Source: an optimization exercise on an open RTL-to-GDS flow (aim: small area, a short achievable clock period and few clock cycles per item). Production flows keep margins and buffers that such runs may drop. Where RTL was checked, it was by simulation tests only, not by an equivalence proof against the original. Function not checked in runs 1 and 2: the RTL went through the layout flow alone.

[flow/run.sh]
#!/bin/bash
# synth_recipe.tcl (not shown) runs the flow's synth.tcl, then flattens the netlist and writes it again
# the make line also repeats each setting of config.mk as NAME=value (left out here)
make -C /OpenROAD-flow-scripts/flow DESIGN_CONFIG=/design/flow/config.mk WORK_HOME=/design/flow/orfs CLKGATE_MAP_FILE= SYNTH_SCRIPT=/design/flow/synth_recipe.tcl finish
[flow/config.mk]
export PLATFORM = sky130hd
export DESIGN_NAME = fx_sha256
export DESIGN_NICKNAME = fx_sha256
export VERILOG_FILES = /design/flow/design.v
export SDC_FILE = /design/flow/constraint.sdc
export NUM_CORES = 4
export LEC_CHECK = 0
export ABC_AREA = 1
export CAP_MARGIN = 20
export CORE_MARGIN = 2
export CORE_UTILIZATION = 40
export SLEW_MARGIN = 20
[flow/constraint.sdc]
create_clock -name core_clock -period 10.0 [get_ports {clk}]
set_input_delay 2.0000 -clock core_clock [delete_from_list [all_inputs] [get_ports {clk}]]
set_output_delay 2.0000 -clock core_clock [all_outputs]
set_load 0.01 [all_outputs]
[flow/design.v]
module fx_sha256 (
    input  wire         clk,
    input  wire         rst,      
    input  wire         start,    
    input  wire         init,     
    input  wire [511:0] block,    
    output wire         ready,    
    output reg          done,     
    output wire [255:0] digest    
);
  localparam [255:0] IV = {32'h6a09e667, 32'hbb67ae85, 32'h3c6ef372, 32'ha54ff53a,
                           32'h510e527f, 32'h9b05688c, 32'h1f83d9ab, 32'h5be0cd19};
  reg         busy;      
  reg         fin;       
  reg         initf;     
  reg  [5:0]  round;
  reg  [31:0] hr [0:7];  
  reg  [31:0] w  [0:15]; 
  reg  [31:0] a, b, c, d, e, f, g, h;
  reg [31:0] k_t;
  always @(*) begin
    case (round)
      6'd0:  k_t = 32'h428a2f98; 6'd1:  k_t = 32'h71374491;
      6'd2:  k_t = 32'hb5c0fbcf; 6'd3:  k_t = 32'he9b5dba5;
      6'd4:  k_t = 32'h3956c25b; 6'd5:  k_t = 32'h59f111f1;
      6'd6:  k_t = 32'h923f82a4; 6'd7:  k_t = 32'hab1c5ed5;
      6'd8:  k_t = 32'hd807aa98; 6'd9:  k_t = 32'h12835b01;
      6'd10: k_t = 32'h243185be; 6'd11: k_t = 32'h550c7dc3;
      6'd12: k_t = 32'h72be5d74; 6'd13: k_t = 32'h80deb1fe;
      6'd14: k_t = 32'h9bdc06a7; 6'd15: k_t = 32'hc19bf174;
      6'd16: k_t = 32'he49b69c1; 6'd17: k_t = 32'hefbe4786;
      6'd18: k_t = 32'h0fc19dc6; 6'd19: k_t = 32'h240ca1cc;
      6'd20: k_t = 32'h2de92c6f; 6'd21: k_t = 32'h4a7484aa;
      6'd22: k_t = 32'h5cb0a9dc; 6'd23: k_t = 32'h76f988da;
      6'd24: k_t = 32'h983e5152; 6'd25: k_t = 32'ha831c66d;
      6'd26: k_t = 32'hb00327c8; 6'd27: k_t = 32'hbf597fc7;
      6'd28: k_t = 32'hc6e00bf3; 6'd29: k_t = 32'hd5a79147;
      6'd30: k_t = 32'h06ca6351; 6'd31: k_t = 32'h14292967;
      6'd32: k_t = 32'h27b70a85; 6'd33: k_t = 32'h2e1b2138;
      6'd34: k_t = 32'h4d2c6dfc; 6'd35: k_t = 32'h53380d13;
      6'd36: k_t = 32'h650a7354; 6'd37: k_t = 32'h766a0abb;
      6'd38: k_t = 32'h81c2c92e; 6'd39: k_t = 32'h92722c85;
      6'd40: k_t = 32'ha2bfe8a1; 6'd41: k_t = 32'ha81a664b;
      6'd42: k_t = 32'hc24b8b70; 6'd43: k_t = 32'hc76c51a3;
      6'd44: k_t = 32'hd192e819; 6'd45: k_t = 32'hd6990624;
      6'd46: k_t = 32'hf40e3585; 6'd47: k_t = 32'h106aa070;
      6'd48: k_t = 32'h19a4c116; 6'd49: k_t = 32'h1e376c08;
      6'd50: k_t = 32'h2748774c; 6'd51: k_t = 32'h34b0bcb5;
      6'd52: k_t = 32'h391c0cb3; 6'd53: k_t = 32'h4ed8aa4a;
      6'd54: k_t = 32'h5b9cca4f; 6'd55: k_t = 32'h682e6ff3;
      6'd56: k_t = 32'h748f82ee; 6'd57: k_t = 32'h78a5636f;
      6'd58: k_t = 32'h84c87814; 6'd59: k_t = 32'h8cc70208;
      6'd60: k_t = 32'h90befffa; 6'd61: k_t = 32'ha4506ceb;
      6'd62: k_t = 32'hbef9a3f7; default: k_t = 32'hc67178f2;
    endcase
  end
  wire [31:0] s1  = {e[5:0], e[31:6]} ^ {e[10:0], e[31:11]} ^ {e[24:0], e[31:25]};
  wire [31:0] ch  = g ^ (e & (f ^ g));
  wire [31:0] s0  = {a[1:0], a[31:2]} ^ {a[12:0], a[31:13]} ^ {a[21:0], a[31:22]};
  wire [31:0] maj = (a & b) | (c & (a | b));
  function [63:0] csa(input [31:0] x, input [31:0] y, input [31:0] z);
    csa = {x ^ y ^ z, ((x & y) | (z & (x | y))) << 1};
  endfunction
  wire [63:0] e1 = csa(d, h, w[0]);
  wire [63:0] e2 = csa(e1[63:32], e1[31:0], k_t);
  wire [63:0] e3 = csa(s1, ch, e2[63:32]);
  wire [63:0] e4 = csa(e3[63:32], e3[31:0], e2[31:0]);
  wire [31:0] e_n = e4[63:32] + e4[31:0];
  wire [63:0] a1 = csa(h, w[0], k_t);
  wire [63:0] a2 = csa(s1, ch, s0);
  wire [63:0] a3 = csa(maj, a1[63:32], a1[31:0]);
  wire [63:0] a4 = csa(a2[63:32], a2[31:0], a3[63:32]);
  wire [63:0] a5 = csa(a4[63:32], a4[31:0], a3[31:0]);
  wire [31:0] a_n = a5[63:32] + a5[31:0];
  wire [31:0] ss0   = {w[1][6:0], w[1][31:7]} ^ {w[1][17:0], w[1][31:18]} ^ (w[1] >> 3);
  wire [31:0] ss1   = {w[14][16:0], w[14][31:17]} ^ {w[14][18:0], w[14][31:19]} ^ (w[14] >> 10);
  wire [31:0] w_new = ss1 + w[9] + ss0 + w[0];
  wire [255:0] hbase = initf ? IV : {hr[0], hr[1], hr[2], hr[3], hr[4], hr[5], hr[6], hr[7]};
  wire [255:0] st    = {a, b, c, d, e, f, g, h};
  wire [255:0] hsum;
  genvar gi;
  generate
    for (gi = 0; gi < 8; gi = gi + 1) begin : g_ff
      assign hsum[255 - 32*gi -: 32] = hbase[255 - 32*gi -: 32] + st[255 - 32*gi -: 32];
    end
  endgenerate
  wire accept = start & ~busy;
  assign ready  = ~busy;
  assign digest = {hr[0], hr[1], hr[2], hr[3], hr[4], hr[5], hr[6], hr[7]};
  integer i;
  always @(posedge clk) begin
    for (i = 0; i < 15; i = i + 1)
      w[i] <= accept ? block[511 - 32*i -: 32] : w[i + 1];
    w[15] <= accept ? block[31:0] : w_new;
    if (busy) begin
      {a, b, c, d, e, f, g, h} <= {a_n, a, b, c, e_n, e, f, g};
    end else if (accept) begin
      {a, b, c, d, e, f, g, h} <= init ? IV : hsum;
    end else begin
      {a, b, c, d, e, f, g, h} <= 256'd0;
    end
    if (!busy) begin
      for (i = 0; i < 8; i = i + 1)
        hr[i] <= hsum[255 - 32*i -: 32];
    end
    if (rst) begin
      busy  <= 1'b0;
      fin   <= 1'b0;
      done  <= 1'b0;
      initf <= 1'b0;
      round <= 6'd0;
    end else begin
      done <= fin;
      fin  <= 1'b0;
      if (busy) begin
        round <= round + 6'd1;
        if (round == 6'd63) begin
          busy <= 1'b0;
          fin  <= 1'b1;
        end
      end else begin
        initf <= accept & init;
        round <= 6'd0;
        if (accept) busy <= 1'b1;
      end
    end
  end
endmodule
==> impl_metrics.tcl, run 1 <==
set metrics [dict create \
    synth_area_leaders "dfxtp_1 (22%), nand2_1 (16%), edfxtp_1 (11%)" \
    dr.pass1.iters 9 \
    grt_usage_pct 36.2 \
    synthFlopType "dfxtp_1" \
    fill_cells 18400 \
    drv_slew 0 \
    synth_seq_area_share_pct 32.9 \
    worstSkewPairLatency_ps 830 \
    initial_core_util_pct 40.2 \
    die_area_um2 185000 \
    clock_sink_count 1066 \
    synth_top_family_by_area "simple AND/OR/NAND/NOR gates" \
    netlist_instances 10100 \
    fin_area_um2 87500 \
    final.setup_skew_ps 55.9 \
    synth_fp_nets 11300 \
    ys_types 51 \
    relSlewSlack_pct 12.0 \
    ys_ff_latch 1066 \
    tns_ps 0 \
    postCtsHoldBufs 0 \
    hp-class "reg -> reg" \
    period_share_pct 53.1 \
    place_inst 13000 \
    synth_area_um2 72700 \
    synthArstFlopShare_pct 0 \
    rsz0062_at_grt "false" \
    antenna_left 0 \
    synth-edff-count 256 \
    cts_buffer_depth 3 \
    cts.repair.resized 0 \
    place_congestion 1.05 \
    overflow 0 \
    arrival_ps 5990 \
    cpMostUsedCell "nand2_1" \
    synth.top_cell.area_share_pct 22.3 \
    antenna_found_initial 30 \
    setup_violations 0 \
    crit_type "reg -> reg" \
    worst_pin_slew_ps 1320 \
    crit_family "adder cells" \
    yosys_warnings 3 \
    worstSetupStartpointType "register" \
    cp.required_ps 10670 \
    synthSimpleGateAreaFrac_pct 27.6 \
    stdcell_count 13300 \
    clock.fmax_mhz 188 \
    synth_xor_area_share_pct 5.05 \
    drt-initial-drc-count 7062 \
    status "timing/DRC/antenna clean" \
    rows 156 \
    drt-total-wl_um 344000 \
    drc 0 \
    drive_above_1_share_pct 4.16 \
    cts_setup_buffers 0 \
    dr_total_vias 70400 \
    die_h_um 430 \
    yosys.area.top_type "dfxtp_1" \
    cap_violations 0 \
    first_global_vias 68600 \
    vias_per_cell 5.31 \
    grt_pass1_wl_um 484000 \
    grt_max_degree 253 \
    avgSynthCellArea_um2 7.20 \
    crit_buf_inv 4 \
    synth_compound_area_share_pct 9.26 \
    place_area_um2 82700 \
    crit_chain "xnor2_1, xor2_1, ha_1, xnor2_1, fa_1, inv_1, fa_1, inv_1, ha_1, fa_1, inv_1, o21ai_1, nand2_1, nand2_1, inv_1, o21ai_1, nand2_1, nand2_1, nand2_1, nand3_1, nand2_1" \
    numCtsBuffers 133 \
    cpPeakStageDelay_ps 630 \
    cts_tree "yes" \
    syn2layout_area_growth_pct 20.3 \
    port_buffers 773 \
    cp_slowest_cell "dfxtp_1" \
    hpwl_um 284000 \
    synth_mux_area_share_pct 0.0430 \
    ioPinCount 774 \
    clk_pin_slew_worst_paths_ps 60 \
    cp_max_fo 7 \
    h-tree-depth 4 \
    utilization_pct 48.4 \
    final_hold_viol_count 0 \
    layout.nets 12000 \
    clock-root-buffer "clkbuf_16" \
    wl_per_cell_um 26.0 \
    coreArea_um2 181000 \
    die-width_um 430 \
    finalCriticalPeriod_ps 5310 \
    synth-adder-area-share_pct 15.2 \
    end_kind "register" \
]
[layout by cell type, fill, tap and decap left out, drive strengths merged, types with 20 or more instances in the layout]
cell and count:
a21o 30, a21oi 448, a31oi 23, and2 127
buf 45, clkbuf 190, clkdlybuf4s50 773, clkinv 32
dfxtp 810, edfxtp 256, fa 322, ha 369
inv 1618, nand2 3048, nand3 648, nand3b 30
nand4 92, nor2 612, nor3 43, nor4 20
o211ai 39, o21a 28, o21ai 560, o21bai 43
or2 161, xnor2 172, xor2 247
[cell usage after synthesis (all sizes together), types with 92 or more instances]
library cell,number
nor2,612
a21oi,448
nand3,648
dfxtp,810
nand4,92
ha,369
edfxtp,256
or2,161
and2,127
xor2,247
inv,1608
o21ai,560
nand2,3048
xnor2,172
fa,322
clkbuf,208
[worst register-to-register path: cells and delay by family (launching register included)]
family | cells | cell delay [ps]
compound gates | 2 | 820
xor+xnor | 3 | 1070
fa+ha+maj | 5 | 1670
buf+inv | 4 | 260
flops | 1 | 630
simple gates | 7 | 740
[cell families (layout without fill, tap and decap cells)]
group,Yosys count,after routing
compound gates,1233,1233
xor+xnor,419,419
simple gates,4789,4789
flops,1066,1066
buf+inv,1892,2670
fa+ha+maj,693,693
other cells,0,10
mux,3,3
[stage by stage]
step,worst slack (ps),hold WS (ps)
CTS,4770,416
global placement,4370,406
floorplan,7.58,388
global route,4520,437
finish,4690,417
detailed placement,4340,409
[path summary, 6_finish.rpt]
kind,start,to,slack (ps),cells past startpoint
worst max register to register,e[13],a[20],4690,21
worst min-delay path,w[3][16],w[2][16],420,2
worst max-delay path,e[13],a[20],4690,21
worst min register to register,w[3][16],w[2][16],420,2
[flip-flops by register name (all words and copies together) (netlist names)]
| signal | cells |
|---|---|
| e | 32 |
| initf | 1 |
| k_t | 32 |
| done | 1 |
| round | 6 |
| c | 32 |
| h | 32 |
| a | 32 |
| w | 512 |
| hr | 256 |
| fin | 1 |
| b | 32 |
| busy | 1 |
| f | 32 |
| d | 32 |
| g | 32 |
[area by class of cell]
| cell class | count | area, µm² | share of cell area [%] |
|---|---|---|---|
| Multi-Input combinational cell | 7137 | 41600 | 47.6 |
| Clock buffer | 190 | 3960 | 4.52 |
| Clock inverter | 54 | 812 | 0.929 |
| Timing Repair Buffer | 818 | 8110 | 9.28 |
| Inverter | 1608 | 6060 | 6.93 |
| Tap cell | 2370 | 2970 | 3.39 |
| Antenna cell | 10 | 25.0 | 0.0286 |
| Sequential cell | 1066 | 23900 | 27.3 |
[layer usage]
layer  global-route usage (%)  wire length (µm)
met1                     45.1            138000
met2                     58.2            156000
met3                     7.49             27600
met4                     20.6             22700
met5                        0               134
==> run 2, diff against run 1 <==
--- a/flow/config.mk
+++ b/flow/config.mk
@@ -9,4 +9,5 @@
 export CAP_MARGIN = 20
 export CORE_MARGIN = 2
 export CORE_UTILIZATION = 40
+export SETUP_SLACK_MARGIN = 5
 export SLEW_MARGIN = 20
==> run 2 against run 1 <==
Effect of this change:
- register-to-register slack improved by 340 ps
- critical path type unchanged
- largest cell class unchanged
- clock skew shrank 15 ps
- utilization about the same
- setup slack improved by 340 ps
- still clean on timing, DRC and antenna
- clock-buffer cell count shrank 7
- sequential cell count unchanged
- final cell count about the same
- highest routed layer unchanged
- area after synthesis stayed put
- synthesized cell count unchanged
==> impl_metrics.tcl, run 2 <==
set metrics [dict create \
    status "timing/DRC/antenna clean" \
    avgSynthCellArea_um2 7.20 \
    layout.nets 12000 \
    hp-class "reg -> reg" \
    yosys_warnings 3 \
    r2r-start "e[23]" \
    finalCriticalPeriod_ps 4970 \
    dr.pass1.iters 6 \
    clock_sink_count 1066 \
    synth_area_um2 72700 \
    synth_mux_area_share_pct 0.0430 \
    drt-total-wl_um 349000 \
    numCtsBuffers 131 \
    clock-root-buffer "clkbuf_16" \
    cp.required_ps 10710 \
    crit_type "reg -> reg" \
    cpPeakStageDelay_ps 670 \
    synth_fp_nets 11300 \
    grt_usage_pct 36.7 \
    ys_types 51 \
    grt_use_met2_pct 58.5 \
    mostFrequentLayoutCells "nand2_1 (3043), inv_1 (1598), dfxtp_1 (778)" \
    largest_reg_flops 512 \
    overflow 0 \
    busiest_layer "met2" \
    place_inst 13000 \
    final.setup_skew_ps 40.6 \
    antenna_found_initial 29 \
    die-width_um 430 \
    worstHoldStart "w[5][27]" \
    postCtsHoldBufs 0 \
    rsz0062_at_grt "true" \
    place_congestion 1.06 \
    coreArea_um2 181000 \
    drv_slew 0 \
    cap_violations 0 \
    cts_buffer_depth 3 \
    hpwl_um 289000 \
    worstSkewPairLatency_ps 840 \
    fill_cells 18400 \
    h-tree-depth 4 \
    synthArstFlopShare_pct 0 \
    drt-initial-drc-count 7135 \
    synthFlopType "dfxtp_1" \
    port_buffers 773 \
    reg_top3 "w x512, hr x256" \
    syn2layout_area_growth_pct 20.2 \
    stdcell_count 13300 \
    worstSetupStartpointType "register" \
    synth_xor_area_share_pct 5.05 \
    clock.fmax_mhz 201 \
    dr_total_vias 70600 \
    crit_buf_inv 2 \
    worst_pin_slew_ps 1150 \
    first_global_vias 68800 \
    period_share_pct 49.7 \
    die_h_um 430 \
    synth-edff-count 256 \
    cp_slowest_cell "dfxtp_1" \
    wl_per_cell_um 26.4 \
    crit_family "adder cells" \
    synth-adder-area-share_pct 15.2 \
    arrival_ps 5680 \
    synthSimpleGateAreaFrac_pct 27.6 \
    synth_area_leaders "dfxtp_1 (22%), nand2_1 (16%), edfxtp_1 (11%)" \
    die_area_um2 185000 \
    synth.top_cell.area_share_pct 22.3 \
    yosys.area.top_type "dfxtp_1" \
    synth.most_common_cell "nand2_1" \
    antenna_left 0 \
    grt_max_degree 205 \
    grt_pass1_wl_um 488000 \
    top_register "w" \
    rows 156 \
    final_common_cell "nand2_1" \
    drive_above_1_share_pct 4.43 \
    ioPinCount 774 \
    relSlewSlack_pct 22.5 \
    timing.hold.ws_ps 416 \
    ys_ff_latch 1066 \
    cp_max_fo 6 \
    setup.worst_path.start "e[23]" \
    tns_ps 0 \
    cts_tree "yes" \
    clk_pin_slew_worst_paths_ps 70 \
    setup_violations 0 \
    crit_chain "xnor2_1, xor2_1, inv_1, fa_1, fa_1, fa_1, inv_1, ha_1, a21oi_1, nor2_1, nor2_1, nand2_1, nand3b_1, o21ai_0, nand2_1" \
    end_kind "register" \
    netlist_instances 10100 \
    synth_compound_area_share_pct 9.26 \
    synth_seq_area_share_pct 32.9 \
    synth_top_family_by_area "simple AND/OR/NAND/NOR gates" \
    initial_core_util_pct 40.2 \
    drc 0 \
    vias_per_cell 5.33 \
    final_hold_viol_count 0 \
    met3_usage_pct 6.75 \
    met1_usage_pct 46.6 \
    synth_commonest_cells "nand2_1 (3047), inv_1 (1601), dfxtp_1 (810)" \
    cpMostUsedCell "fa_1" \
]
## run 2: changes by cell type in the layout (fill, tap and decap cells not counted), sizes merged
cell and change:
buf -6, clkbuf -7, clkinvlp +3, diode +8, inv -1
## run 2: routing by layer
layer	vias up	share of wire (%)
met3	657	7.7
met4	20	6.7
met1	33700	41
li1	33100	-
met5	-	0.038
met2	3199	45
## run 2: cell type report
class                   instances  area [µm²]  area share (%)
clock buffers                 183        3830            4.38
inverters                    1608        6060            6.94
well taps                    2370        2970            3.39
repair buffers                812        8080            9.25
flip-flops and latches       1066       23900            27.4
diodes                         18        45.0          0.0516
clock inverters                56         782           0.895
multi-input cells            7137       41600            47.7
## run 2: timing repair
action / in CTS / in global routing
gates resized for setup: 5 / 44
buffers inserted: 0 / 1
endpoints found under the setup margin: 10 / 50
## run 2: tightest hold or removal path: cells and delay by family (launching register included)
kind	cells	cell delay, ps
DFF	1	300
and+or+nand+nor	2	100
## run 2: cells by family (layout without fill, tap and decap cells)
kind of cell | count (synthesis) | after routing
AOI/OAI and AO/OA | 1233 | 1233
xor gates and xnor gates | 419 | 419
adders and majority gates | 693 | 693
buffers and inverters | 1892 | 2659
DFF | 1066 | 1066
muxes | 3 | 3
other | 0 | 18
and+or+nand+nor | 4789 | 4789
## run 2: path summary, 6_finish.rpt
| check | to | slack (ps) | depth (start not counted) |
|---|---|---|---|
| setup / recovery | a[21] | 5030 | 15 |
| hold / removal | w[4][27] | 420 | 2 |
| setup reg to reg | a[21] | 5030 | 15 |
| hold reg to reg | w[4][27] | 420 | 2 |
## run 2: metrics by stage
stage | utilization [%] | cell area (µm²) | worst slack, ps
global placement | 45.7 | 82600 | 4340
floorplan | - | 72700 | 5360
detailed placement | 45.7 | 82600 | 4230
CTS | 48.3 | 87200 | 4920
global route | 48.3 | 87300 | 4810
finish | 48.3 | 87400 | 5030
==> run 3, diff against run 2 <==
--- a/flow/design.v
+++ b/flow/design.v
@@ -14,8 +14,10 @@
   reg         fin;       
   reg         initf;     
   reg  [5:0]  round;
-  reg  [31:0] hr [0:7];  
-  reg  [31:0] w  [0:15]; 
+  reg  [1:0]  ph;        
+  reg  [31:0] q [0:3];   
+  reg  [31:0] p [0:3];   
+  reg  [31:0] w [0:15];  
   reg  [31:0] a, b, c, d, e, f, g, h;
   reg [31:0] k_t;
   always @(*) begin
@@ -75,33 +77,34 @@
   wire [31:0] ss0   = {w[1][6:0], w[1][31:7]} ^ {w[1][17:0], w[1][31:18]} ^ (w[1] >> 3);
   wire [31:0] ss1   = {w[14][16:0], w[14][31:17]} ^ {w[14][18:0], w[14][31:19]} ^ (w[14] >> 10);
   wire [31:0] w_new = ss1 + w[9] + ss0 + w[0];
-  wire [255:0] hbase = initf ? IV : {hr[0], hr[1], hr[2], hr[3], hr[4], hr[5], hr[6], hr[7]};
-  wire [255:0] st    = {a, b, c, d, e, f, g, h};
-  wire [255:0] hsum;
-  genvar gi;
-  generate
-    for (gi = 0; gi < 8; gi = gi + 1) begin : g_ff
-      assign hsum[255 - 32*gi -: 32] = hbase[255 - 32*gi -: 32] + st[255 - 32*gi -: 32];
-    end
-  endgenerate
-  wire accept = start & ~busy;
-  assign ready  = ~busy;
-  assign digest = {hr[0], hr[1], hr[2], hr[3], hr[4], hr[5], hr[6], hr[7]};
+  wire        turn  = ~busy | (round >= 6'd61);
+  wire        addst = busy | fin;
+  reg  [31:0] iv_a, iv_e;
+  always @(*) begin
+    case (ph)
+      2'd0: begin iv_a = IV[159:128]; iv_e = IV[31:0];   end
+      2'd1: begin iv_a = IV[191:160]; iv_e = IV[63:32];  end
+      2'd2: begin iv_a = IV[223:192]; iv_e = IV[95:64];  end
+      default: begin iv_a = IV[255:224]; iv_e = IV[127:96]; end
+    endcase
+  end
+  wire [31:0] fa_a = (initf ? iv_a : q[3]) + (addst ? a : 32'd0);
+  wire [31:0] fa_e = (initf ? iv_e : p[3]) + (addst ? e : 32'd0);
+  wire accept = start & ~busy & (ph == 2'd3);
+  assign ready  = ~busy & (ph == 2'd3);
+  assign digest = {q[0], q[1], q[2], q[3], p[0], p[1], p[2], p[3]};
   integer i;
   always @(posedge clk) begin
     for (i = 0; i < 15; i = i + 1)
       w[i] <= accept ? block[511 - 32*i -: 32] : w[i + 1];
     w[15] <= accept ? block[31:0] : w_new;
-    if (busy) begin
+    if (busy)
       {a, b, c, d, e, f, g, h} <= {a_n, a, b, c, e_n, e, f, g};
-    end else if (accept) begin
-      {a, b, c, d, e, f, g, h} <= init ? IV : hsum;
-    end else begin
-      {a, b, c, d, e, f, g, h} <= 256'd0;
-    end
-    if (!busy) begin
-      for (i = 0; i < 8; i = i + 1)
-        hr[i] <= hsum[255 - 32*i -: 32];
+    else
+      {a, b, c, d, e, f, g, h} <= init ? IV : {fa_a, q[0], q[1], q[2], fa_e, p[0], p[1], p[2]};
+    if (turn) begin
+      q[0] <= fa_a; q[1] <= q[0]; q[2] <= q[1]; q[3] <= q[2];
+      p[0] <= fa_e; p[1] <= p[0]; p[2] <= p[1]; p[3] <= p[2];
     end
     if (rst) begin
       busy  <= 1'b0;
@@ -109,9 +112,11 @@
       done  <= 1'b0;
       initf <= 1'b0;
       round <= 6'd0;
+      ph    <= 2'd3;
     end else begin
       done <= fin;
       fin  <= 1'b0;
+      if (turn) ph <= ph + 2'd1;
       if (busy) begin
         round <= round + 6'd1;
         if (round == 6'd63) begin
@@ -119,7 +124,7 @@
           fin  <= 1'b1;
         end
       end else begin
-        initf <= accept & init;
+        if (fin | accept) initf <= accept & init;
         round <= 6'd0;
         if (accept) busy <= 1'b1;
       end
==> run 3 against run 2 <==
Effect of this change:
- still clean on timing, DRC and antenna
- design area down 17%
- first-iteration DRC count down 42%
- fmax down 2.1%
- clock skew up 42 ps
- non-clock buffer count unchanged
- clock-buffer cell count down 12
- critical path type unchanged
- critical endpoint is now a[19]
- highest routed layer unchanged
==> impl_metrics.tcl, run 3 <==
set metrics [dict create \
    cp.required_ps 10640 \
    r2r-start "initf" \
    arrival_ps 5710 \
    synth_seq_area_share_pct 40.5 \
    vias_per_cell 5.12 \
    synth.most_common_cell "nand2_1" \
    ys_ff_latch 1068 \
    fin_area_um2 72600 \
    register_area_um2 24000 \
    finalCriticalPeriod_ps 5070 \
    die-width_um 388 \
    crit_end "a[19]" \
    crit_type "reg -> reg" \
    rrSetupSlack_ps 4930 \
    r2r-end "a[19]" \
    postCtsHoldBufs 0 \
    top_register "w" \
    dr.pass1.iters 8 \
    largest_reg_flops 512 \
    place_inst 10000 \
    port_buffers 773 \
    fill_cells 14600 \
    drv_slew 0 \
    timing.hold.ws_ps 363 \
    netlist_instances 7517 \
    yosys.area.top_type "dfxtp_1" \
    ioPinCount 774 \
    numCtsBuffers 116 \
    fin_ws_ps 4930 \
    cpPeakStageDelay_ps 900 \
    mostFrequentLayoutCells "nand2_1 (2426), inv_1 (1099), dfxtp_1 (799)" \
    wl_per_cell_um 26.6 \
    die_h_um 388 \
    cp_max_fo 48 \
    rsz0062_at_grt "true" \
    h-tree-depth 3 \
    ys_types 52 \
    clk_pin_slew_worst_paths_ps 60 \
    drc 0 \
    clock_sink_count 1068 \
    synth.top_cell.area_share_pct 27.5 \
    final.setup_skew_ps 82.2 \
    layout.nets 9230 \
    relSlewSlack_pct 17.6 \
    worstSetupStartpointType "register" \
    avgSynthCellArea_um2 7.86 \
    place_area_um2 68500 \
    grt_usage_pct 35.2 \
    cts_buffer_depth 3 \
    min_path_cells 2 \
    status "timing/DRC/antenna clean" \
    drt-initial-drc-count 4171 \
    final_hold_viol_count 0 \
    cap_violations 0 \
    drt-total-wl_um 272000 \
    synth_fp_nets 8539 \
    yosys_warnings 4 \
    clock.fmax_mhz 197 \
    synth-edff-count 256 \
    grt_max_degree 197 \
    place_congestion 1.07 \
    cp_slowest_cell "inv_1" \
    first_global_vias 51900 \
    die_area_um2 151000 \
    hp-class "reg -> reg" \
    rows 140 \
    synthFlopType "dfxtp_1" \
    synthArstFlopShare_pct 0 \
    synth_commonest_cells "nand2_1 (2429), inv_1 (1108), dfxtp_1 (812)" \
    worst_pin_slew_ps 1230 \
    tns_ps 0 \
    overflow 0 \
    grt_pass1_wl_um 377000 \
    synth_area_leaders "dfxtp_1 (28%), nand2_1 (15%), edfxtp_1 (13%)" \
    setup_violations 0 \
    multiInputGateArea_um2 29900 \
    initial_core_util_pct 40.4 \
    end_kind "register" \
    worstSkewPairLatency_ps 810 \
    antenna_found_initial 38 \
    period_share_pct 50.7 \
    coreArea_um2 146000 \
    drive_above_1_share_pct 4.06 \
    stdcell_count 10200 \
    preCtsSetupSlack_ps 4620 \
    final_common_cell "nand2_1" \
    hpwl_um 225000 \
    reg_top3 "w x512, p x128, q x128" \
    crit_chain "buf_4, nand2_1, inv_1, nor2_1, ha_1, nand2_1, nor2_1, inv_1, nor3_1, nand4_1, nand4_1, nand2_1, o21ai_0, inv_1" \
    dr_total_vias 52400 \
    cts_tree "yes" \
    clock-root-buffer "clkbuf_16" \
    setup.worst_path.start "initf" \
    antenna_left 0 \
    rr_worst_depth 14 \
    synth_area_um2 59100 \
    syn2layout_area_growth_pct 23.0 \
    utilization_pct 49.7 \
]
==> run 3: cells by family (layout without fill, tap and decap cells) <==
kind of cell	after synthesis	count (layout)	synth area share, %
other	0	16	0
XOR/XNOR	325	325	4.82
adder cells (fa/ha/maj)	507	507	14.8
AND/OR/NAND/NOR	3371	3371	22.8
buffers and inverters	1365	2156	8.92
AO/OA/AOI/OAI	881	881	8.20
flip-flops	1068	1068	40.5
==> run 3: critical path, delay by kind of cell, from the launching register on <==
| kind | cells | cell delay [ps] |
|---|---|---|
| and+or+nand+nor | 8 | 2150 |
| buffers and inverters | 4 | 1560 |
| adders and majority gates | 1 | 400 |
| DFF | 1 | 330 |
| AOI/OAI and AO/OA | 1 | 270 |
==> run 3: worst min-delay path by stage <==
stage          startpoint        end  slack (ps)
4_1_cts         w[15][11]  w[14][11]         360
5_1_grt          w[12][6]   w[11][6]         390
2_1_floorplan    w[11][0]   w[10][0]         400
6_report        w[15][11]  w[14][11]         360
3_5_place_dp      w[6][0]    w[5][0]         410
3_3_place_gp      w[3][0]    w[2][0]         410
==> run 3: cell type report <==
class	instances	share of cell area, %
diodes	16	0.0551
clock buffers	171	4.73
clock inverters	47	0.703
inverters	1126	5.87
multi-input cells	5084	41.2
flip-flops and latches	1068	33.0
well taps	1917	3.30
repair buffers	812	11.1
==> run 3: layer usage <==
metal,GRT usage [%],routed length [µm]
met5,0,226
met4,18.8,16400
met3,7.05,19100
met2,61.0,133000
met1,40.8,103000
==> run 3: what timing repair did <==
action | CTS | global route
buffers inserted | 0 | 4
gates cloned | 0 | 0
setup endpoints to repair | 2 | 34
gates resized for setup | 2 | 24
Testbench counts of run 3, summed over its fixed seeds: cycles 83,216, blocks 1,280.
==> run 4, diff against run 3 <==
--- a/flow/config.mk
+++ b/flow/config.mk
@@ -5,7 +5,6 @@
 export SDC_FILE = /design/flow/constraint.sdc
 export NUM_CORES = 4
 export LEC_CHECK = 0
-export ABC_AREA = 1
 export CAP_MARGIN = 20
 export CORE_MARGIN = 2
 export CORE_UTILIZATION = 40
==> run 4 against run 3 <==
Effect of this change:
- final cell count shrank 14%
- sequential cell count unchanged
- register-to-register slack better by 120 ps
- largest cell class unchanged
==> impl_metrics.tcl, run 4 <==
set metrics [dict create \
    synthArstFlopShare_pct 0 \
    grt_max_degree 223 \
    antenna_found_initial 28 \
    rows 137 \
    final.setup_skew_ps 42.4 \
    synth_seq_area_share_pct 42.4 \
    worstSetupStartpointType "register" \
    cp_max_fo 3 \
    dr.pass1.iters 6 \
    grt_usage_pct 31.6 \
    place_congestion 0.964 \
    top_register "w" \
    synth_commonest_cells "nand2_1 (1659), dfxtp_1 (812), inv_1 (621)" \
    clock_sink_count 1068 \
    antenna_left 0 \
    cts_tree "yes" \
    cp.required_ps 10590 \
    setup_violations 0 \
    avgSynthCellArea_um2 9.08 \
    finalCriticalPeriod_ps 4950 \
    worstSkewPairLatency_ps 770 \
    overflow 0 \
    period_share_pct 49.5 \
    largest_reg_flops 512 \
    layout.nets 7867 \
    clock.fmax_mhz 202 \
    dr_total_vias 46300 \
    initial_core_util_pct 40.4 \
    preCtsSetupSlack_ps 4180 \
    netlist_instances 6219 \
    arrival_ps 5540 \
    end_kind "register" \
    postCtsHoldBufs 0 \
    reg_top3 "w x512, p x128, q x128" \
    grt_pass1_wl_um 330000 \
    hp-class "reg -> reg" \
    yosys_warnings 4 \
    status "timing/DRC/antenna clean" \
    place_inst 8589 \
    ys_ff_latch 1068 \
    stdcell_count 8825 \
    rsz0062_at_grt "true" \
    synth_area_um2 56500 \
    worst_pin_slew_ps 1070 \
    crit_type "reg -> reg" \
    hpwl_um 187000 \
    drt-total-wl_um 234000 \
    numCtsBuffers 115 \
    drive_above_1_share_pct 6.73 \
    synth-edff-count 256 \
    vias_per_cell 5.25 \
    synthFlopType "dfxtp_1" \
    yosys.area.top_type "dfxtp_1" \
    utilization_pct 50.4 \
    clk_pin_slew_worst_paths_ps 70 \
    port_buffers 773 \
    cap_violations 0 \
    relSlewSlack_pct 26.4 \
    final_hold_viol_count 0 \
    mostFrequentLayoutCells "nand2_1 (1654), clkdlybuf4s50_1 (773), dfxtp_1 (755)" \
    synth.most_common_cell "nand2_1" \
    h-tree-depth 3 \
    die-width_um 380 \
    die_area_um2 144000 \
    ioPinCount 774 \
    synth_area_leaders "dfxtp_1 (29%), edfxtp_1 (14%), fa_1 (11%)" \
    cts_buffer_depth 3 \
    drc 0 \
    final_common_cell "nand2_1" \
    ys_types 90 \
    fin_ws_ps 5050 \
    synth_fp_nets 7241 \
    tns_ps 0 \
    syn2layout_area_growth_pct 24.9 \
    coreArea_um2 140000 \
    die_h_um 380 \
    first_global_vias 47000 \
    synth.top_cell.area_share_pct 28.8 \
    clock-root-buffer "clkbuf_16" \
    drv_slew 0 \
    wl_per_cell_um 26.5 \
    drt-initial-drc-count 3569 \
]
[run 4: cell families after synthesis]
kind of cell	Yosys count	share of synthesized area [%]
compound gates	1083	13.1
xor+xnor	418	6.50
fa+ha+maj	513	15.5
buf+inv	961	6.43
flops	1068	42.4
mux	36	0.642
simple gates	2140	15.4
[run 4: worst max-delay path, cell delays in order (launching register included)]
cell      delay (ps)
dfxtp_4          390
fa_1             500
inv_2             40
fa_1             510
inv_2             40
fa_1             530
inv_1             50
fa_1             490
inv_2             50
ha_4             170
fa_2             340
a211oi_2         280
o211ai_1         190
buf_4            180
a31o_2           230
a21oi_2          170
o21bai_1         100
a21oi_2          170
o21ai_0          120
xnor2_1          140
a21oi_1           80
[run 4: path summary, 6_finish.rpt]
check             slack, ps  depth (start not counted)      end     from
hold / removal          410                          2  w[1][0]  w[2][0]
hold reg to reg         410                          2  w[1][0]  w[2][0]
setup / recovery       5050                         20    a[16]  w[0][2]
setup reg to reg       5050                         20    a[16]  w[0][2]
[run 4: metal layers]
layer	up-vias	GRT usage (%)	part of all wire, %
met5	-	0	0.074
met4	26	18.4	6.9
met3	455	5.67	5.9
met2	1646	56.8	51
met1	22700	34.8	36
li1	21500	-	-
[run 4: repair_timing]
item,CTS,global route
resized for setup,56,127
setup endpoints to repair,33,41
endpoints found under the hold margin,0,0
setup buffers,1,14
pin swaps,2,25
[run 4: area by class of cell]
type | count | area, µm²
antenna | 8 | 20.0
clock buffer | 168 | 3370
clock inverter | 45 | 500
fill | 13400 | 69300
inverter | 627 | 2360
multi-input combinational | 4190 | 29600
sequential | 1068 | 24000
tap | 1876 | 2350
timing repair buffer | 843 | 8310
[run 4: metrics by stage]
step	hold WS, ps	instance area, µm²
after floorplan	399	56500
after global placement	403	65900
after detailed placement	403	65900
after CTS	418	69900
after global routing	430	70500
final	408	70500
==> run 5, diff against run 4 <==
--- a/flow/config.mk
+++ b/flow/config.mk
@@ -7,6 +7,7 @@
 export LEC_CHECK = 0
 export CAP_MARGIN = 20
 export CORE_MARGIN = 2
-export CORE_UTILIZATION = 40
+export CORE_UTILIZATION = 55
+export CTS_BUF_LIST = sky130_fd_sc_hd__clkbuf_4 sky130_fd_sc_hd__clkbuf_8
 export SETUP_SLACK_MARGIN = 5
 export SLEW_MARGIN = 20
==> run 5 against run 4 <==
Effect of this change:
- still clean on timing, DRC and antenna
- area after synthesis unchanged
- critical path depth down 3
- sequential share of layout area rose by 0.43 points
- design area fell by 1.4%
- register-to-register slack worse by 170 ps
==> impl_metrics.tcl, run 5 <==
set metrics [dict create \
    coreArea_um2 102000 \
    crit_type "reg -> reg" \
    clock-root-buffer "clkbuf_8" \
    busiest_layer "met2" \
    cts_tree "yes" \
    grt_use_met2_pct 69.2 \
    ys_ff_latch 1068 \
    largest_reg_flops 512 \
    die_area_um2 105000 \
    grt_max_degree 265 \
    cts_buffer_depth 3 \
    status "timing/DRC/antenna clean" \
    end_kind "register" \
    first_global_vias 47800 \
    worst_pin_slew_ps 1190 \
    fin_ws_ps 4880 \
    cp.required_ps 10800 \
    place_congestion 1.03 \
    final_common_cell "nand2_1" \
    rr_worst_depth 17 \
    ys_types 90 \
    utilization_pct 68.3 \
    preCtsSetupSlack_ps 4260 \
    relSlewSlack_pct 18.1 \
    met1_usage_pct 44.5 \
    synthFlopType "dfxtp_1" \
    yosys_warnings 4 \
    die_h_um 324 \
    netlist_instances 6219 \
    worstSetupStartpointType "register" \
    period_share_pct 51.2 \
    reg_top3 "w x512, p x128, q x128" \
    met3_usage_pct 9.95 \
    r2r-end "a[30]" \
    drc 0 \
    numCtsBuffers 172 \
    dr.pass1.iters 6 \
    yosys.area.top_type "dfxtp_1" \
    antenna_left 0 \
    synth.top_cell.area_share_pct 28.8 \
    top_register "w" \
    drt-total-wl_um 221000 \
    clock.fmax_mhz 195 \
    die-width_um 324 \
    ioPinCount 774 \
    synth-edff-count 256 \
    avgSynthCellArea_um2 9.08 \
    drive_above_1_share_pct 7.55 \
    setup_violations 0 \
    hp-class "reg -> reg" \
    antenna_found_initial 31 \
    port_buffers 773 \
    synth_commonest_cells "nand2_1 (1659), dfxtp_1 (812), inv_1 (621)" \
    final_hold_viol_count 0 \
    grt_usage_pct 40.9 \
    layout.nets 7920 \
    synth.most_common_cell "nand2_1" \
    postCtsHoldBufs 0 \
    clock_sink_count 1068 \
    dr_total_vias 48100 \
    tns_ps 0 \
    cap_violations 0 \
    clk_pin_slew_worst_paths_ps 60 \
    mostFrequentLayoutCells "nand2_1 (1653), dfxtp_1 (773), clkdlybuf4s50_1 (773)" \
    h-tree-depth 4 \
    synth_seq_area_share_pct 42.4 \
    finalCriticalPeriod_ps 5120 \
    rrSetupSlack_ps 4880 \
    drv_slew 0 \
    setup.worst_path.start "a[28]" \
    arrival_ps 5920 \
    syn2layout_area_growth_pct 23.1 \
    synth_fp_nets 7241 \
    hpwl_um 173000 \
    worstSkewPairLatency_ps 900 \
    initial_core_util_pct 55.4 \
    synthArstFlopShare_pct 0 \
    r2r-start "a[28]" \
    grt_pass1_wl_um 314000 \
    vias_per_cell 5.71 \
    final.setup_skew_ps 68.0 \
    synth_area_leaders "dfxtp_1 (29%), edfxtp_1 (14%), fa_1 (11%)" \
    overflow 0 \
    drt-initial-drc-count 4875 \
    timing.hold.ws_ps 402 \
    cp_max_fo 6 \
    rsz0062_at_grt "true" \
    wl_per_cell_um 26.3 \
    synth_area_um2 56500 \
    crit_end "a[30]" \
    rows 117 \
]
run 5: cell counts after synthesis:
No cell type changed its count.
run 5: layout make-up:
class	count	area [µm²]
Tap cell	1368	1710
Sequential cell	1068	24000
Clock inverter	51	523
Clock buffer	260	3200
Multi-Input combinational cell	4190	29400
Fill cell	8160	32300
Inverter	627	2370
Timing Repair Buffer	839	8290
Antenna cell	26	65.1
run 5: cell families (layout without fill, tap and decap cells):
group           after synthesis  in the layout  share of synthesized area, %
simple gates               2140           2140                          15.4
compound gates             1083           1083                          13.1
flops                      1068           1068                          42.4
buf+inv                     961           1777                          6.43
fa+ha+maj                   513            513                          15.5
xor+xnor                    418            418                          6.50
mux                          36             36                         0.642
other cells                   0             26                             0
run 5: through the flow:
| stage | area (µm²) | cells |
|---|---|---|
| CTS | 69000 | 8389 |
| detailed placement | 65200 | 8075 |
| floorplan | 56500 | 6219 |
| global route | 69500 | 8420 |
| global placement | 65200 | 8075 |
| finish | 69600 | 8429 |
run 5: worst max-delay path, stage by stage (launching register included):
cell and delay, ps:
dfxtp_1 620, xor2_1 160, xnor2_1 650, o22ai_1 240, fa_1 570, inv_1 50
fa_1 480, inv_1 60, ha_4 290, o211ai_1 100, o211ai_1 360, nand4_1 290
a31oi_4 320, a21oi_2 110, a31oi_2 260, a31oi_1 130, xor2_1 180, a2bb2oi_1 160
run 5: worst min-delay path by stage:
stage	startpoint	slack (ps)	endpoint	cells after the start
finish	w[15][18]	400	w[14][18]	2
global route	w[15][18]	410	w[14][18]	2
CTS	w[15][18]	400	w[14][18]	2
detailed placement	w[3][10]	400	w[2][10]	2
global placement	w[15][7]	400	w[14][7]	2
floorplan	w[11][0]	400	w[10][0]	2
run 5: repair_timing:
item / in CTS / in global routing
setup buffers: 3 / 14
pin swaps: 5 / 31
setup endpoints to repair: 30 / 47
endpoints found under the hold margin: 0 / 0
gates resized for setup: 35 / 91
run 5: layer usage:
metal | wire length, µm | vias to the layer above
met5 | 89 | -
met4 | 19400 | 14
met3 | 18800 | 674
met2 | 107000 | 2545
met1 | 76300 | 23200
li1 | - | 21700
==> run 6, diff against run 5 <==
==> flow/flow/run.sh (new file) <==
#!/bin/bash
# Own layout flow: the standard flow (standard synthesis, floorplan, power grid,
# placement, CTS, routing) with two changes: port buffers are the smallest
# buffer instead of a delay cell, and timing repair aims for a larger setup
# margin. The clock period and constraints are the design's.
set -euo pipefail
MARGIN=${MARGIN:-6}
bash standard.sh "SETUP_SLACK_MARGIN=$MARGIN" \
  "BUFFER_PORTS_ARGS=-inputs -outputs -buffer_cell sky130_fd_sc_hd__buf_1" \
  finish > standard_make.log 2>&1
==> flow/standard.sh (new file) <==
#!/bin/bash
# synth_recipe.tcl (not shown) runs the flow's synth.tcl, then flattens the netlist and writes it again
# the make line also repeats each setting of config.mk as NAME=value (left out here)
make -C /OpenROAD-flow-scripts/flow DESIGN_CONFIG=/design/flow/config.mk WORK_HOME=/design/flow/orfs CLKGATE_MAP_FILE= SYNTH_SCRIPT=/design/flow/synth_recipe.tcl "${@:-finish}"
--- a/flow/config.mk
+++ b/flow/config.mk
@@ -7,7 +7,5 @@
 export LEC_CHECK = 0
 export CAP_MARGIN = 20
 export CORE_MARGIN = 2
-export CORE_UTILIZATION = 55
-export CTS_BUF_LIST = sky130_fd_sc_hd__clkbuf_4 sky130_fd_sc_hd__clkbuf_8
-export SETUP_SLACK_MARGIN = 5
+export CORE_UTILIZATION = 40
 export SLEW_MARGIN = 20
removed: flow/run.sh
==> run 6 against run 5 <==
Effect of this change:
- die area increased by 37%
- highest routed layer unchanged
- setup slack improved by 270 ps
- non-clock buffer count increased by 102
- synthesized cell count unchanged
- still clean
- design area decreased by 0.64%
- sequential share of layout area increased by 0.57 points
- routed wire length increased by 5.9%
- fmax increased by 5.6%
- utilization decreased by 19 points
==> impl_metrics.tcl, run 6 <==
set metrics [dict create \
    mostFrequentLayoutCells "nand2_1 (1647), buf_1 (772), dfxtp_1 (670)" \
    synth_area_um2 56500 \
    cp_max_fo 3 \
    crit_chain "fa_1, inv_1, fa_1, inv_2, fa_1, inv_1, fa_1, inv_2, ha_4, fa_2, a211oi_2, o211ai_1, nand4_1, a31oi_4, a21oi_4, a31oi_4, buf_4, xor2_1, a22o_1" \
    layout.nets 7971 \
    arrival_ps 5520 \
    cp.required_ps 10670 \
    antenna_left 0 \
    tns_ps 0 \
    synth_area_leaders "dfxtp_1 (29%), edfxtp_1 (14%), fa_1 (11%)" \
    synthSimpleGateAreaFrac_pct 15.4 \
    die_area_um2 144000 \
    clk_pin_slew_worst_paths_ps 60 \
    h-tree-depth 3 \
    cpMostUsedCell "fa_1" \
    cts_tree "yes" \
    place_congestion 0.973 \
    drt-total-wl_um 234000 \
    ioPinCount 774 \
    vias_per_cell 5.32 \
    grt_max_degree 220 \
    period_share_pct 48.5 \
    synth_commonest_cells "nand2_1 (1659), dfxtp_1 (812), inv_1 (621)" \
    worstSetupStartpointType "register" \
    drt-initial-drc-count 3724 \
    cts_buffer_depth 3 \
    worstSkewPairLatency_ps 780 \
    synth-edff-count 256 \
    synth_compound_area_share_pct 13.1 \
    place_area_um2 61300 \
    initial_core_util_pct 40.4 \
    rows 137 \
    fin_area_um2 69100 \
    ys_types 90 \
    hpwl_um 182000 \
    postCtsHoldBufs 0 \
    synth_mux_area_share_pct 0.642 \
    clock.fmax_mhz 206 \
    dr.pass1.iters 8 \
    status "timing/DRC/antenna clean" \
    reg_top3 "w x512, p x128, q x128" \
    clock_sink_count 1068 \
    yosys.area.top_type "dfxtp_1" \
    wl_per_cell_um 26.2 \
    synth.most_common_cell "nand2_1" \
    setup_violations 0 \
    grt_usage_pct 31.2 \
    cpPeakStageDelay_ps 530 \
    drv_slew 0 \
    synth_seq_area_share_pct 42.4 \
    netlist_instances 6219 \
    ys_ff_latch 1068 \
    synth_fp_nets 7241 \
    clock-root-buffer "clkbuf_16" \
    final_hold_viol_count 0 \
    antenna_found_initial 22 \
    cap_violations 0 \
    fill_cells 13400 \
    numCtsBuffers 117 \
    synth_top_family_by_area "adder cells" \
    place_inst 8585 \
    die-width_um 380 \
    rsz0062_at_grt "true" \
    dr_total_vias 47500 \
    drc 0 \
    avgSynthCellArea_um2 9.08 \
    synthArstFlopShare_pct 0 \
    cp_slowest_cell "fa_1" \
    final_common_cell "nand2_1" \
    coreArea_um2 140000 \
    synth.top_cell.area_share_pct 28.8 \
    synth-adder-area-share_pct 15.5 \
    drive_above_1_share_pct 13.1 \
    die_h_um 380 \
    end_kind "register" \
    port_buffers 773 \
    yosys_warnings 4 \
    top_register "w" \
    rrSetupSlack_ps 5150 \
    stdcell_count 8941 \
    synth_xor_area_share_pct 6.50 \
    grt_pass1_wl_um 327000 \
    final.setup_skew_ps 71.5 \
    relSlewSlack_pct 24.2 \
    first_global_vias 47300 \
    largest_reg_flops 512 \
    crit_type "reg -> reg" \
    hp-class "reg -> reg" \
    overflow 0 \
    worst_pin_slew_ps 1140 \
    finalCriticalPeriod_ps 4850 \
    syn2layout_area_growth_pct 22.4 \
    synthFlopType "dfxtp_1" \
]
run 6: path summary, 6_finish.rpt:
path                  from       end  cells after the start
setup / recovery   w[0][2]     a[28]                     19
setup reg to reg   w[0][2]     a[28]                     19
hold reg to reg   w[3][25]  w[2][25]                      2
hold / removal    w[3][25]  w[2][25]                      2
run 6: critical path, delay by kind of cell, from the launching register on:
| kind | cells | cell delay (ps) |
|---|---|---|
| DFF | 1 | 390 |
| AOI/OAI and AO/OA | 6 | 1060 |
| xor gates and xnor gates | 1 | 130 |
| and+or+nand+nor | 1 | 270 |
| buffers and inverters | 5 | 360 |
| adders and majority gates | 6 | 2530 |
run 6: layout make-up:
type / count / area, µm² / area share, %
well taps: 1876 / 2350 / 3.40
repair buffers: 941 / 4450 / 6.44
diodes: 13 / 32.5 / 0.0471
clock buffers: 171 / 3540 / 5.12
flip-flops and latches: 1068 / 24300 / 35.1
inverters: 627 / 2400 / 3.47
multi-input cells: 4194 / 31500 / 45.5
clock inverters: 51 / 613 / 0.887
run 6: cells by family (layout without fill, tap and decap cells):
kind of cell    count (synthesis)  count (layout)
buf+inv                       961            1790
flops                        1068            1068
simple gates                 2140            2144
compound gates               1083            1083
mux                            36              36
xor+xnor                      418             418
other cells                     0              13
fa+ha+maj                     513             513
run 6: metal layers:
metal,part of all wire (%),vias to the layer above,track usage (%)
met5,0.034,-,0
met3,5.9,535,5.66
met1,36,23400,34.3
li1,-,21800,-
met4,7.3,12,19.5
met2,50,1839,55.5
run 6: through the flow:
step / setup WS [ps] / hold slack (ps) / util (%)
CTS: 5140 / 408 / 48.3
finish: 5150 / 408 / 49.4
floorplan: 5510 / 399 / -
global placement: 4520 / 403 / 43.8
detailed placement: 4530 / 403 / 43.8
global route: 5010 / 432 / 49.4
run 6: repair_timing:
action,4_1_cts,5_1_grt
pin swaps,99,157
buffers inserted,51,66
gates resized for setup,417,238
endpoints found under the setup margin,176,116
gates cloned,0,4
==> run 7, diff against run 6 <==
--- a/flow/flow/run.sh
+++ b/flow/flow/run.sh
@@ -4,7 +4,7 @@
 # buffer instead of a delay cell, and timing repair aims for a larger setup
 # margin. The clock period and constraints are the design's.
 set -euo pipefail
-MARGIN=${MARGIN:-6}
+MARGIN=${MARGIN:-5}
 bash standard.sh "SETUP_SLACK_MARGIN=$MARGIN" \
   "BUFFER_PORTS_ARGS=-inputs -outputs -buffer_cell sky130_fd_sc_hd__buf_1" \
   finish > standard_make.log 2>&1
==> run 7 against run 6 <==
Effect of this change:
- via count decreased by 2.3%
- critical endpoint is now a[30]
- critical path type unchanged
- utilization decreased by 2.3 points
- sequential share of layout area up 1.3 points
- non-clock buffer count fell by 94
- final cell count is 1.1% lower
- register-to-register slack worse by 100 ps
==> impl_metrics.tcl, run 7 <==
set metrics [dict create \
    synth.most_common_cell "nand2_1" \
    hpwl_um 181000 \
    die-width_um 380 \
    r2r-end "a[30]" \
    die_h_um 380 \
    end_kind "register" \
    antenna_found_initial 23 \
    ys_types 90 \
    clk_pin_slew_worst_paths_ps 60 \
    cp.required_ps 10700 \
    yosys.area.top_type "dfxtp_1" \
    avgSynthCellArea_um2 9.08 \
    rows 137 \
    crit_family "adder cells" \
    clock-root-buffer "clkbuf_16" \
    synth.top_cell.area_share_pct 28.8 \
    initial_core_util_pct 40.4 \
    first_global_vias 46200 \
    synth-edff-count 256 \
    postCtsHoldBufs 0 \
    overflow 0 \
    largest_reg_flops 512 \
    worstSkewPairLatency_ps 800 \
    arrival_ps 5650 \
    cts_buffer_depth 3 \
    place_congestion 0.972 \
    cp_slowest_cell "dfxtp_1" \
    synthArstFlopShare_pct 0 \
    vias_per_cell 5.25 \
    multiInputGateArea_um2 29400 \
    crit_chain "xor2_1, xnor2_2, ha_1, xnor2_1, fa_1, inv_1, fa_1, inv_1, ha_1, o211ai_1, o211ai_1, nand4_1, a31oi_4, a21oi_2, a31oi_2, a31oi_1, xor2_1, a2bb2oi_1" \
    synth_seq_area_share_pct 42.4 \
    ioPinCount 774 \
    drt-initial-drc-count 3515 \
    cp_max_fo 6 \
    clock_sink_count 1068 \
    final_hold_viol_count 0 \
    top_register "w" \
    rrSetupSlack_ps 5050 \
    ys_ff_latch 1068 \
    worst_pin_slew_ps 1100 \
    crit_end "a[30]" \
    cts_tree "yes" \
    drv_slew 0 \
    antenna_left 0 \
    busiest_layer "met2" \
    synth_fp_nets 7241 \
    die_area_um2 144000 \
    grt_usage_pct 30.7 \
    drc 0 \
    coreArea_um2 140000 \
    status "timing/DRC/antenna clean" \
    drt-total-wl_um 228000 \
    synth_commonest_cells "nand2_1 (1659), dfxtp_1 (812), inv_1 (621)" \
    finalCriticalPeriod_ps 4950 \
    grt_max_degree 209 \
    crit_type "reg -> reg" \
    fill_cells 13800 \
    drive_above_1_share_pct 6.31 \
    yosys_warnings 4 \
    rr_worst_depth 18 \
    cpPeakStageDelay_ps 590 \
    final.setup_skew_ps 74.8 \
    syn2layout_area_growth_pct 16.7 \
    synth_area_um2 56500 \
    dr.pass1.iters 6 \
    crit_buf_inv 2 \
    rsz0062_at_grt "true" \
    period_share_pct 49.5 \
    synth_area_leaders "dfxtp_1 (29%), edfxtp_1 (14%), fa_1 (11%)" \
    h-tree-depth 3 \
    setup.worst_path.start "e[17]" \
    wl_per_cell_um 25.8 \
    mostFrequentLayoutCells "nand2_1 (1653), dfxtp_1 (775), buf_1 (773)" \
    grt_use_met2_pct 54.5 \
    reg_top3 "w x512, p x128, q x128" \
    worstSetupStartpointType "register" \
    met1_usage_pct 34.3 \
    synthFlopType "dfxtp_1" \
    layout.nets 7874 \
    met3_usage_pct 5.45 \
    hp-class "reg -> reg" \
    numCtsBuffers 118 \
    final_common_cell "nand2_1" \
    port_buffers 773 \
    path_depth 18 \
    dr_total_vias 46400 \
    r2r-start "e[17]" \
    clock.fmax_mhz 202 \
    cap_violations 0 \
    register_area_um2 24000 \
    tns_ps 0 \
    grt_pass1_wl_um 322000 \
    netlist_instances 6219 \
    setup_violations 0 \
    relSlewSlack_pct 26.4 \
]
run 7: worst reg2reg max path, cell delays in order (launching register included):
cell       delay (ps)
dfxtp_1           590
xor2_1            180
xnor2_2           310
ha_1              340
xnor2_1           180
fa_1              510
inv_1              50
fa_1              480
inv_1              50
ha_1              340
o211ai_1          130
o211ai_1          360
nand4_1           270
a31oi_4           300
a21oi_2           100
a31oi_2           240
a31oi_1           120
xor2_1            170
a2bb2oi_1         160
run 7: through the flow:
| step | cells | utilization [%] | worst slack (ps) | cell area, µm² | hold WS (ps) |
|---|---|---|---|---|---|
| 2_1_floorplan | 6219 | - | 5260 | 56500 | 399 |
| 3_3_place_gp | 8592 | 43.6 | 4610 | 61000 | 402 |
| 6_report | 8842 | 47.1 | 5050 | 65900 | 402 |
| 4_1_cts | 8815 | 46.8 | 4960 | 65500 | 408 |
| 3_5_place_dp | 8592 | 43.6 | 4520 | 61000 | 404 |
| 5_1_grt | 8837 | 47.1 | 4830 | 65900 | 429 |
run 7: logic make-up after synthesis:
| kind of cell | count (synthesis) | synth area share, % |
|---|---|---|
| flip-flops | 1068 | 42.4 |
| buffers and inverters | 961 | 6.43 |
| multiplexers | 36 | 0.642 |
| XOR/XNOR | 418 | 6.50 |
| AO/OA/AOI/OAI | 1083 | 13.1 |
| adder cells (fa/ha/maj) | 513 | 15.5 |
| AND/OR/NAND/NOR | 2140 | 15.4 |
run 7: repair_timing:
item / in CTS / in global routing
pin swaps: 5 / 37
setup buffers: 1 / 15
setup endpoints to repair: 31 / 38
resized for setup: 55 / 72
run 7: cell type report:
class	count	area share (%)
diodes	12	0.0456
clock buffers	157	5.07
clock inverters	65	1.42
inverters	627	3.61
multi-input cells	4190	44.5
flip-flops and latches	1068	36.4
well taps	1876	3.56
repair buffers	847	5.31
run 7: worst min path at each step:
stage | end | startpoint | cells after the start | slack (ps)
floorplan | w[10][0] | w[11][0] | 2 | 400
finish | w[14][26] | w[15][26] | 2 | 400
CTS | w[14][26] | w[15][26] | 2 | 410
global route | w[4][23] | w[5][23] | 2 | 430
global placement | w[3][31] | w[4][31] | 2 | 400
detailed placement | w[6][4] | w[7][4] | 2 | 400
run 7: per-layer routing:
| layer | wire length, µm | part of all wire, % | up-vias |
|---|---|---|---|
| met1 | 82500 | 36 | 22600 |
| met2 | 115000 | 50 | 1755 |
| li1 | - | - | 21500 |
| met3 | 13700 | 6.0 | 509 |
| met4 | 16600 | 7.3 | 20 |
| met5 | 146 | 0.064 | - |
==> run 8, diff against run 7 <==
==> flow/flow/run.sh (replaced) <==
#!/bin/bash
# Own layout flow: the standard flow (ORFS synthesis through the standard flow's synthesis
# script, floorplan, power grid, placement, CTS, routing) with three changes:
#  - synthesis skips Yosys's quick generic ABC pass before adder extraction
#    (SYNTH_ARGS=-noabc); the final ABC mapping still runs;
#  - port buffers are the smallest buffer instead of a delay cell;
#  - timing repair aims for a setup margin of 5.3 ns.
# The clock period and constraints are the design's.
set -euo pipefail
bash standard.sh "SYNTH_ARGS=-noabc" "SETUP_SLACK_MARGIN=5.3" \
  "BUFFER_PORTS_ARGS=-inputs -outputs -buffer_cell sky130_fd_sc_hd__buf_1" \
  finish > standard_make.log 2>&1
==> run 8 against run 7 <==
Effect of this change:
- still clean on timing, DRC and antenna
- first-iteration DRC count up 2.7%
- area after synthesis down 5.2%
- utilization up 0.49 points
==> impl_metrics.tcl, run 8 <==
set metrics [dict create \
    stdcell_count 8025 \
    cpPeakStageDelay_ps 520 \
    ys_types 101 \
    worstSkewPairLatency_ps 800 \
    final.setup_skew_ps 89.9 \
    clock.fmax_mhz 210 \
    vias_per_cell 5.41 \
    cts_buffer_depth 3 \
    avgSynthCellArea_um2 9.78 \
    drc 0 \
    crit_family "adder cells" \
    end_kind "register" \
    period_share_pct 47.7 \
    h-tree-depth 3 \
    fin_area_um2 63400 \
    synth_seq_area_share_pct 44.7 \
    rsz0062_at_grt "true" \
    drv_slew 0 \
    dr.pass1.iters 5 \
    antenna_found_initial 16 \
    relSlewSlack_pct 17.0 \
    setup_violations 0 \
    antenna_left 0 \
    hpwl_um 171000 \
    clock_sink_count 1068 \
    crit_chain "fa_1, fa_1, fa_1, fa_1, ha_1, a21oi_1, o2111ai_2, a41o_4, a221oi_4, o21ai_2, or3_1, a31oi_2, xor2_1, o21ai_1" \
    ioPinCount 774 \
    synthFlopType "dfxtp_1" \
    drive_above_1_share_pct 9.81 \
    cp_max_fo 4 \
    syn2layout_area_growth_pct 18.3 \
    crit_type "reg -> reg" \
    yosys_warnings 4 \
    die_area_um2 137000 \
    largest_reg_flops 512 \
    yosys.area.top_type "dfxtp_1" \
    tns_ps 0 \
    final_common_cell "nand2_1" \
    postCtsHoldBufs 0 \
    cp.required_ps 10630 \
    synth_area_um2 53600 \
    drt-initial-drc-count 3611 \
    numCtsBuffers 114 \
    layout.nets 7168 \
    place_area_um2 58100 \
    hp-class "reg -> reg" \
    drt-total-wl_um 218000 \
    finalCriticalPeriod_ps 4770 \
    arrival_ps 5400 \
    synth_fp_nets 6499 \
    crit_buf_inv 0 \
    cap_violations 0 \
    rows 134 \
    clock-root-buffer "clkbuf_16" \
    synth.top_cell.area_share_pct 30.3 \
    die-width_um 370 \
    place_inst 7753 \
    cts_tree "yes" \
    synth-edff-count 256 \
    synth_area_leaders "dfxtp_1 (30%), edfxtp_1 (14%), fa_1 (13%)" \
    status "timing/DRC/antenna clean" \
    worst_pin_slew_ps 1240 \
    place_congestion 0.987 \
    mostFrequentLayoutCells "nand2_1 (1606), buf_1 (773), dfxtp_1 (696)" \
    port_buffers 773 \
    synthArstFlopShare_pct 0 \
    utilization_pct 47.6 \
    grt_usage_pct 31.2 \
    dr_total_vias 43400 \
    cp_slowest_cell "dfxtp_2" \
    cpMostUsedCell "fa_1" \
    top_register "w" \
    die_h_um 370 \
    coreArea_um2 133000 \
    netlist_instances 5478 \
    final_hold_viol_count 0 \
    overflow 0 \
    reg_top3 "w x512, p x128, q x128" \
    wl_per_cell_um 27.2 \
    worstSetupStartpointType "register" \
    synth_commonest_cells "nand2_1 (1608), dfxtp_1 (812), fa_1 (340)" \
    fill_cells 12800 \
    first_global_vias 43600 \
    ys_ff_latch 1068 \
    initial_core_util_pct 40.2 \
    clk_pin_slew_worst_paths_ps 70 \
    grt_pass1_wl_um 306000 \
    grt_max_degree 226 \
    synth.most_common_cell "nand2_1" \
]
-- run 8: cell types whose count changed after synthesis, sizes merged, moves of 29 or more --
| cell | change |
|---|---|
| a21oi | +43 |
| inv | -546 |
| mux2 | +30 |
| mux2i | -33 |
| nand2 | -50 |
| o211ai | -29 |
| o21a | -32 |
| o21ai | -38 |
| xnor2 | +48 |
| xor2 | -56 |
-- run 8: final timing paths --
check	start	endpoint	slack [ps]	cells past startpoint
worst min register to register	w[10][11]	w[9][11]	390	2
worst max-delay path	w[0][4]	e[25]	5230	14
worst max register to register	w[0][4]	e[25]	5230	14
worst min-delay path	w[10][11]	w[9][11]	390	2
-- run 8: worst reg2reg max path, stage by stage (launching register included) --
cell	delay, ps
dfxtp_2	520
fa_1	490
fa_1	500
fa_1	430
fa_1	390
ha_1	370
a21oi_1	230
o2111ai_2	190
a41o_4	320
a221oi_4	310
o21ai_2	110
or3_1	330
a31oi_2	190
xor2_1	180
o21ai_1	70
-- run 8: what timing repair did --
item                                   4_1_cts  5_1_grt
endpoints found under the hold margin        0        0
resized for setup                          178       94
setup endpoints to repair                   60       41
pin swaps                                   20       33
setup buffers                               27       19
cloned                                       0        0
-- run 8: kinds of logic (layout without fill, tap and decap cells) --
group	after synthesis	in the layout	share of synthesized area, %
AND/OR/NAND/NOR	2055	2055	15.5
XOR/XNOR	410	410	6.72
AO/OA/AOI/OAI	975	975	12.4
buffers and inverters	400	1171	2.86
flip-flops	1068	1068	44.7
adder cells (fa/ha/maj)	537	537	17.2
multiplexers	33	33	0.691
other	0	8	0
-- run 8: final cells by class --
cell class / count / area, µm² / area share [%]
Inverter: 82 / 323 / 0.509
Clock buffer: 156 / 3240 / 5.12
Sequential cell: 1068 / 24100 / 38.1
Timing Repair Buffer: 871 / 3690 / 5.82
Antenna cell: 8 / 20.0 / 0.0316
Multi-Input combinational cell: 4010 / 29100 / 45.9
Clock inverter: 62 / 691 / 1.09
Tap cell: 1768 / 2210 / 3.49
-- run 8: metrics by stage --
stage | hold WS, ps | worst slack [ps]
after global routing | 424 | 5080
after global placement | 402 | 4490
after floorplan | 399 | 4400
final | 389 | 5230
after detailed placement | 404 | 4560
after CTS | 399 | 5250
-- run 8: metal layers --
metal  GRT usage (%)  vias to the layer above  part of all wire [%]
met3            6.43                      468                   7.0
met4            17.7                        6                   6.6
li1                -                    19700                     -
met5               0                        -                 0.017
met1            34.9                    21300                    36
met2            55.1                     1885                    51

[separate check: timing with driven ports]
The results above use ideal ports. As a check the final layouts listed here were re-extracted and re-timed, cells and wires unchanged.
Step 1 sets driving cells, clkbuf_16 on the clock port and buf_2 on the other inputs (assumed; they add their load-dependent delay and slew).
Step 2 also shifts input and output timing later by t, the mid clock arrival at the registers, as if the neighbouring blocks saw the same clock.
a / b / c = no drivers / after step 1 / after step 2; a / b = the first two.
run | t, ns | setup WS [ns] | slew at the worst register clock pin (ns) | worst slew at a driven data input, ns
run 1 | 0.883 | 4.688 / 4.688 / 4.245 | 0.07 / 0.07 | 0.17
run 2 | 0.899 | 5.031 / 5.010 / 4.348 | 0.07 / 0.07 | 0.17
run 3 | 0.859 | 4.926 / 4.926 / 4.570 | 0.08 / 0.08 | 0.18
run 4 | 0.831 | 5.049 / 5.049 / 4.431 | 0.07 / 0.07 | 0.15
run 5 | 0.955 | 4.881 / 4.881 / 4.346 | 0.07 / 0.07 | 0.16
run 6 | 0.833 | 5.153 / 5.153 / 5.153 | 0.07 / 0.07 | 0.14
run 7 | 0.851 | 5.049 / 5.049 / 4.407 | 0.07 / 0.07 | 0.12
run 8 | 0.837 | 5.232 / 5.232 / 5.232 | 0.07 / 0.07 | 0.14
After both steps setup and hold are still met in every run listed. For run 2, which loses most, drivers alone change the setup slack by -0.021 ns; drivers and shift together by -0.683 ns.
